This is an optimization exercise on Yosys and OpenROAD, whose aim is small area, not a production implementation. RTL that was checked went through simulation tests only; none was proved equivalent to the original. Power is estimated from default activity; no workload was simulated.

==> flow/design.v (excerpt) <==
module twist_framer (
    input  wire        clk,
    input  wire        rst,           
    input  wire [3:0]  lane,          
    input  wire [7:0]  tap,
    input  wire [15:0] fleyth,
    input  wire [1:0]  just,
    input  wire        lf,
    input  wire        cwv,
    input  wire [14:0] cwp,
    input  wire [43:0] unit_id,
    input  wire [7:0]  mode0,
    input  wire [7:0]  mode1,
    input  wire [7:0]  lane_info,
    input  wire [7:0]  bundle,
    input  wire [39:0] pl_word,
    output wire        pl_take,
    output reg  [1:0]  sym,
    output wire        frame_start,
    output reg         stuff,
    output wire        ovf
);
Size: about 230 flip-flops, roughly 11000 um2 of cells after synthesis.
==> flow/config.mk <==
export PLATFORM = sky130hd
export DESIGN_NAME = twist_framer
export DESIGN_NICKNAME = twist_framer
export VERILOG_FILES = /design/flow/design.v
export SDC_FILE = /design/flow/constraint.sdc
export NUM_CORES = 4
export LEC_CHECK = 0
export CAP_MARGIN = 0
export CORE_MARGIN = 2
export CORE_UTILIZATION = 40
export SLEW_MARGIN = 0
==> flow/constraint.sdc <==
create_clock -name core_clock -period 8.0 [get_ports {clk}]
set_input_delay 1.6000 -clock core_clock [delete_from_list [all_inputs] [get_ports {clk}]]
set_output_delay 1.6000 -clock core_clock [all_outputs]
set_load 0.01 [all_outputs]
standard.sh (not shown) runs the stock make flow with config.mk's settings and CLKGATE_MAP_FILE= SYNTH_SCRIPT=/design/flow/synth_recipe.tcl, a recipe that flattens the netlist after the stock synthesis.
==> flow/flow/run.sh <==
#!/bin/bash
# Layout: the standard ORFS flow, with the port buffers made from the
# smallest buffer cell and a clock tree of sky130_fd_sc_hd__clkbuf_16 leaf buffers without dummy loads.
set -euo pipefail
bash standard.sh \
  BUFFER_PORTS_ARGS="-buffer_cell sky130_fd_sc_hd__buf_1" \
  CTS_ARGS="-sink_clustering_enable -repair_clock_nets -dont_use_dummy_load -sink_clustering_size 30 -sink_clustering_max_diameter 100 -buf_list {sky130_fd_sc_hd__clkbuf_16}" \
  finish > standard_flow.log 2>&1
Next try:
==> flow/flow/run.sh (replaced) <==
#!/bin/bash
# Layout: the standard ORFS flow (standard.sh) with
#  - synthesis mapped by ABC with an area-oriented script (flow/synth_area.tcl,
#    flow/area.abc); the registers are those of the standard synthesis;
#  - the port buffers made from the smallest buffer cell;
#  - a clock tree of clkbuf_16 leaf buffers, each driving up to 30 sinks,
#    without dummy loads.
# The full output of the flow is in standard_flow.log; ORFS's own logs are
# under orfs/logs.
set -euo pipefail
HERE=$(pwd)
bash standard.sh \
  SYNTH_SCRIPT="$HERE/flow/synth_area.tcl" \
  FLOW_SYNTH_TCL="$HERE/synth_recipe.tcl" \
  AREA_ABC_SCRIPT="$HERE/flow/area.abc" \
  BUFFER_PORTS_ARGS="-buffer_cell sky130_fd_sc_hd__buf_1" \
  CTS_ARGS="-sink_clustering_enable -repair_clock_nets -dont_use_dummy_load -sink_clustering_size 30 -sink_clustering_max_diameter 100 -buf_list {sky130_fd_sc_hd__clkbuf_16}" \
  finish > standard_flow.log 2>&1
==> flow/flow/area.abc (new file) <==
strash
&get -n
&fraig -x
&put
scorr
dc2
strash
&get -n
&dch -f
&nf -R 1000 -p -a -A 4
&put
==> flow/flow/synth_area.tcl (new file) <==
# The standard synthesis (synth_recipe.tcl, which sources ORFS's synth.tcl),
# with ABC's technology mapping run from an area-oriented script
# (flow/area.abc) in place of ORFS's speed script. Registers are mapped
# before ABC runs, so they are the same as in the standard synthesis.
proc abc {args} {
  set i [lsearch -exact $args -script]
  if {$i >= 0} { lset args [expr {$i + 1}] $::env(AREA_ABC_SCRIPT) }
  yosys abc {*}$args
}
source $::env(FLOW_SYNTH_TCL)
- CORE_UTILIZATION: 40 -> 65
=> The changed run completed with no timing, DRC or antenna violations. Non-clock buffer count came out lower by 1. Final area went down by 5.8%. Global-route usage climbs by 9.2 points. Wire length falls by 11%. Sequential power hardly moves. Setup slack is worse by 0.80 ns. Die area fell by 42%. Core utilization is higher by 29 points.
Next try:
==> flow/flow/run.sh (replaced) <==
#!/bin/bash
# Layout: the standard ORFS flow, with the port buffers made from the
# smallest buffer cell and a clock tree of sky130_fd_sc_hd__clkbuf_16 leaf buffers without dummy loads.
set -euo pipefail
bash standard.sh \
  BUFFER_PORTS_ARGS="-buffer_cell sky130_fd_sc_hd__buf_1" \
  CTS_ARGS="-sink_clustering_enable -repair_clock_nets -dont_use_dummy_load -sink_clustering_size 30 -sink_clustering_max_diameter 100 -buf_list {sky130_fd_sc_hd__clkbuf_16}" \
  finish > standard_flow.log 2>&1
removed: flow/flow/area.abc
removed: flow/flow/synth_area.tcl
After rerunning: Fmax goes up by 14%; final cell count goes up by 3.0%; non-clock buffer count goes down by 1; sequential share of layout area goes down by 2.5 points; via count goes up by 2.1%; sequential power hardly moves; synthesized area goes up by 7.0%; power goes up by 1.0%; hold slack is better by 0.0084 ns; setup slack is better by 0.68 ns; core utilization goes down by 0.73 points.
Function was not checked in any run of this note: the RTL went through the layout flow alone.

---

Another version of the RTL of twist_framer (not shown whole).
For scale: about 790 cells after synthesis, about 230 flip-flops, roughly 9700 sq um of cells after synthesis.
clock: 8.0 ns
lec_check: 0
cap_margin: 0
core_margin: 2
core_utilization: 80
slew_margin: 0
==> flow/flow/run.sh <==
#!/bin/bash
# Layout: the standard ORFS flow (standard.sh) with
#  - synthesis mapped by ABC with an area-oriented script (flow/synth_area.tcl,
#    flow/area.abc); the registers are those of the standard synthesis;
#  - the port buffers made from the smallest buffer cell;
#  - a clock tree of clkbuf_16 leaf buffers, each driving up to 30 sinks,
#    fed from a clkbuf_8 root through clkbuf_4/8 buffers,
#    without dummy loads.
# The full output of the flow is in standard_flow.log; ORFS's own logs are
# under orfs/logs.
set -euo pipefail
HERE=$(pwd)
bash standard.sh \
  SYNTH_SCRIPT="$HERE/flow/synth_area.tcl" \
  FLOW_SYNTH_TCL="$HERE/synth_recipe.tcl" \
  AREA_ABC_SCRIPT="$HERE/flow/area.abc" \
  BUFFER_PORTS_ARGS="-buffer_cell sky130_fd_sc_hd__buf_1" \
  CTS_ARGS="-sink_clustering_enable -repair_clock_nets -dont_use_dummy_load -sink_clustering_size 30 -sink_clustering_max_diameter 100 -buf_list {sky130_fd_sc_hd__clkbuf_4 sky130_fd_sc_hd__clkbuf_8} -sink_clustering_buffer sky130_fd_sc_hd__clkbuf_16 -root_buf sky130_fd_sc_hd__clkbuf_8" \
  finish > standard_flow.log 2>&1
==> flow/flow/area.abc <==
strash
&get -n
&fraig -x
&put
scorr
dc2
strash
&get -n
&dch -f
&nf -R 1000 -p -a -A 4
&put
==> flow/flow/synth_area.tcl <==
# The standard synthesis (synth_recipe.tcl, which sources ORFS's synth.tcl),
# with ABC's technology mapping run from an area-oriented script
# (flow/area.abc) in place of ORFS's speed script. Registers are mapped
# before ABC runs, so they are the same as in the standard synthesis.
proc abc {args} {
  set i [lsearch -exact $args -script]
  if {$i >= 0} { lset args [expr {$i + 1}] $::env(AREA_ABC_SCRIPT) }
  yosys abc {*}$args
}
source $::env(FLOW_SYNTH_TCL)
Edit:
==> flow/flow/run.sh (replaced) <==
#!/bin/bash
# Layout: the standard ORFS flow (standard.sh) with
#  - synthesis mapped by ABC with an area-oriented script (flow/synth_area.tcl,
#    flow/area.abc); the registers are those of the standard synthesis;
#  - the port buffers made from the smallest buffer cell;
#  - a clock tree of clkbuf_16 leaf buffers, each driving up to 30 sinks,
#    without dummy loads.
# The full output of the flow is in standard_flow.log; ORFS's own logs are
# under orfs/logs.
set -euo pipefail
HERE=$(pwd)
bash standard.sh \
  SYNTH_SCRIPT="$HERE/flow/synth_area.tcl" \
  FLOW_SYNTH_TCL="$HERE/synth_recipe.tcl" \
  AREA_ABC_SCRIPT="$HERE/flow/area.abc" \
  BUFFER_PORTS_ARGS="-buffer_cell sky130_fd_sc_hd__buf_1" \
  CTS_ARGS="-sink_clustering_enable -repair_clock_nets -dont_use_dummy_load -sink_clustering_size 30 -sink_clustering_max_diameter 100 -buf_list {sky130_fd_sc_hd__clkbuf_16}" \
  finish > standard_flow.log 2>&1
--- a/flow/config.mk
+++ b/flow/config.mk
@@ -8,4 +8,4 @@
 export CAP_MARGIN = 0
 export CORE_MARGIN = 2
-export CORE_UTILIZATION = 80
+export CORE_UTILIZATION = 65
 export SLEW_MARGIN = 0
=> The new run finished with timing, DRC and antenna clean. Critical path depth does not change. Wire length is lower by roughly a tenth. Setup slack gets better by 35 ps. Utilization is lower by 16 points.
Edit:
==> flow/run.sh (new file) <==
#!/bin/bash
# synth_recipe.tcl (not shown) runs the flow's synth.tcl, then flattens the netlist and writes it again
# the make line also repeats each setting of config.mk as NAME=value (left out here)
make -C /OpenROAD-flow-scripts/flow DESIGN_CONFIG=/design/flow/config.mk WORK_HOME=/design/flow/orfs CLKGATE_MAP_FILE= SYNTH_SCRIPT=/design/flow/synth_recipe.tcl finish
--- a/flow/config.mk
+++ b/flow/config.mk
@@ -9,3 +9,6 @@
 export CORE_MARGIN = 2
 export CORE_UTILIZATION = 65
+export CTS_BUF_LIST = sky130_fd_sc_hd__clkbuf_16
+export CTS_CLUSTER_DIAMETER = 100
+export CTS_CLUSTER_SIZE = 30
 export SLEW_MARGIN = 0
removed: flow/flow/run.sh
removed: flow/flow/area.abc
removed: flow/flow/synth_area.tcl
removed: flow/standard.sh
=> The new run passed the timing, DRC and antenna checks; power is higher by 6.5%; count of clock-buffer cells in the layout is unchanged; via count is higher by 11%; core utilization is higher by 3.8 points; clock power is higher by 8.5%; global-route usage is higher by 1.6 points.
Edit:
==> flow/flow/run.sh (new file) <==
#!/bin/bash
# Layout: the standard ORFS flow (standard.sh) with
#  - synthesis mapped by ABC with an area-oriented script (flow/synth_area.tcl,
#    flow/area.abc); the registers are those of the standard synthesis;
#  - the port buffers made from the smallest buffer cell;
#  - a clock tree of clkbuf_16 leaf buffers, each driving up to 30 sinks,
#    fed from a clkbuf_8 root through clkbuf_4/8 buffers,
#    without dummy loads.
# The full output of the flow is in standard_flow.log; ORFS's own logs are
# under orfs/logs.
set -euo pipefail
HERE=$(pwd)
bash standard.sh \
  SYNTH_SCRIPT="$HERE/flow/synth_area.tcl" \
  FLOW_SYNTH_TCL="$HERE/synth_recipe.tcl" \
  AREA_ABC_SCRIPT="$HERE/flow/area.abc" \
  BUFFER_PORTS_ARGS="-buffer_cell sky130_fd_sc_hd__buf_1" \
  CTS_ARGS="-sink_clustering_enable -repair_clock_nets -dont_use_dummy_load -sink_clustering_size 30 -sink_clustering_max_diameter 100 -buf_list {sky130_fd_sc_hd__clkbuf_4 sky130_fd_sc_hd__clkbuf_8} -sink_clustering_buffer sky130_fd_sc_hd__clkbuf_16 -root_buf sky130_fd_sc_hd__clkbuf_8" \
  finish > standard_flow.log 2>&1
==> flow/flow/area.abc (new file) <==
strash
&get -n
&fraig -x
&put
scorr
dc2
strash
&get -n
&dch -f
&nf -R 1000 -p -a -A 4
&put
==> flow/flow/synth_area.tcl (new file) <==
# The standard synthesis (synth_recipe.tcl, which sources ORFS's synth.tcl),
# with ABC's technology mapping run from an area-oriented script
# (flow/area.abc) in place of ORFS's speed script. Registers are mapped
# before ABC runs, so they are the same as in the standard synthesis.
proc abc {args} {
  set i [lsearch -exact $args -script]
  if {$i >= 0} { lset args [expr {$i + 1}] $::env(AREA_ABC_SCRIPT) }
  yosys abc {*}$args
}
source $::env(FLOW_SYNTH_TCL)
==> flow/standard.sh (new file) <==
#!/bin/bash
# synth_recipe.tcl (not shown) runs the flow's synth.tcl, then flattens the netlist and writes it again
# the make line also repeats each setting of config.mk as NAME=value (left out here)
make -C /OpenROAD-flow-scripts/flow DESIGN_CONFIG=/design/flow/config.mk WORK_HOME=/design/flow/orfs CLKGATE_MAP_FILE= SYNTH_SCRIPT=/design/flow/synth_recipe.tcl "${@:-finish}"
--- a/flow/config.mk
+++ b/flow/config.mk
@@ -9,6 +9,4 @@
 export CORE_MARGIN = 2
 export CORE_UTILIZATION = 65
-export CTS_BUF_LIST = sky130_fd_sc_hd__clkbuf_16
-export CTS_CLUSTER_DIAMETER = 100
-export CTS_CLUSTER_SIZE = 30
+export GPL_TIMING_DRIVEN = 0
 export SLEW_MARGIN = 0
removed: flow/run.sh
Effect: Combinational power is lower by a quarter to a third; sequential share of layout area is higher by 9.0 points; critical path depth is higher by 6; flip-flop and latch count is unchanged; worst hold slack got worse by 35 ps; global-route usage is lower by 1.7 points; non-clock buffer count is lower by 5; die area is lower by roughly a tenth; maximum frequency is lower by roughly a tenth; utilization is lower by 3.7 points.

-- port drivers added, routing unchanged --
No port has a modelled driver above. Below, the same layouts with a new extraction and two added sets of constraints.
Step 1 sets driving cells, clkbuf_16 on the clock port and buf_2 on the other inputs (assumed; they add their load-dependent delay and slew).
Step 2 also shifts input and output timing later by t, the mid clock arrival at the registers, as if the neighbouring blocks saw the same clock.
a / b / c = no drivers / after step 1 / after step 2; a / b = the first two.
| run | t, ns | setup slack, ns | hold slack, ns | worst slew at a driven data input, ns |
|---|---|---|---|---|
| the first run of note 1 | 0.512 | 3.256 / 3.211 / 3.723 | 0.491 / 0.491 / 0.491 | 0.09 |
| the second run of note 1 | 0.500 | 2.455 / 2.455 / 2.455 | 0.513 / 0.513 / 0.513 | 0.06 |
| the third run of note 1 | 0.504 | 3.139 / 3.139 / 3.139 | 0.522 / 0.522 / 0.522 | 0.05 |
| the first run of note 2 | 0.515 | 2.300 / 2.265 / 2.572 | 0.516 / 0.516 / 0.516 | 0.06 |
| the second run of note 2 | 0.496 | 2.335 / 2.292 / 2.669 | 0.503 / 0.503 / 0.503 | 0.05 |
| the third run of note 2 | 0.502 | 2.796 / 2.752 / 3.254 | 0.519 / 0.519 / 0.519 | 0.05 |
| the fourth run of note 2 | 0.516 | 2.069 / 2.032 / 2.505 | 0.484 / 0.484 / 0.484 | 0.07 |
After both steps every run listed still meets setup and hold.
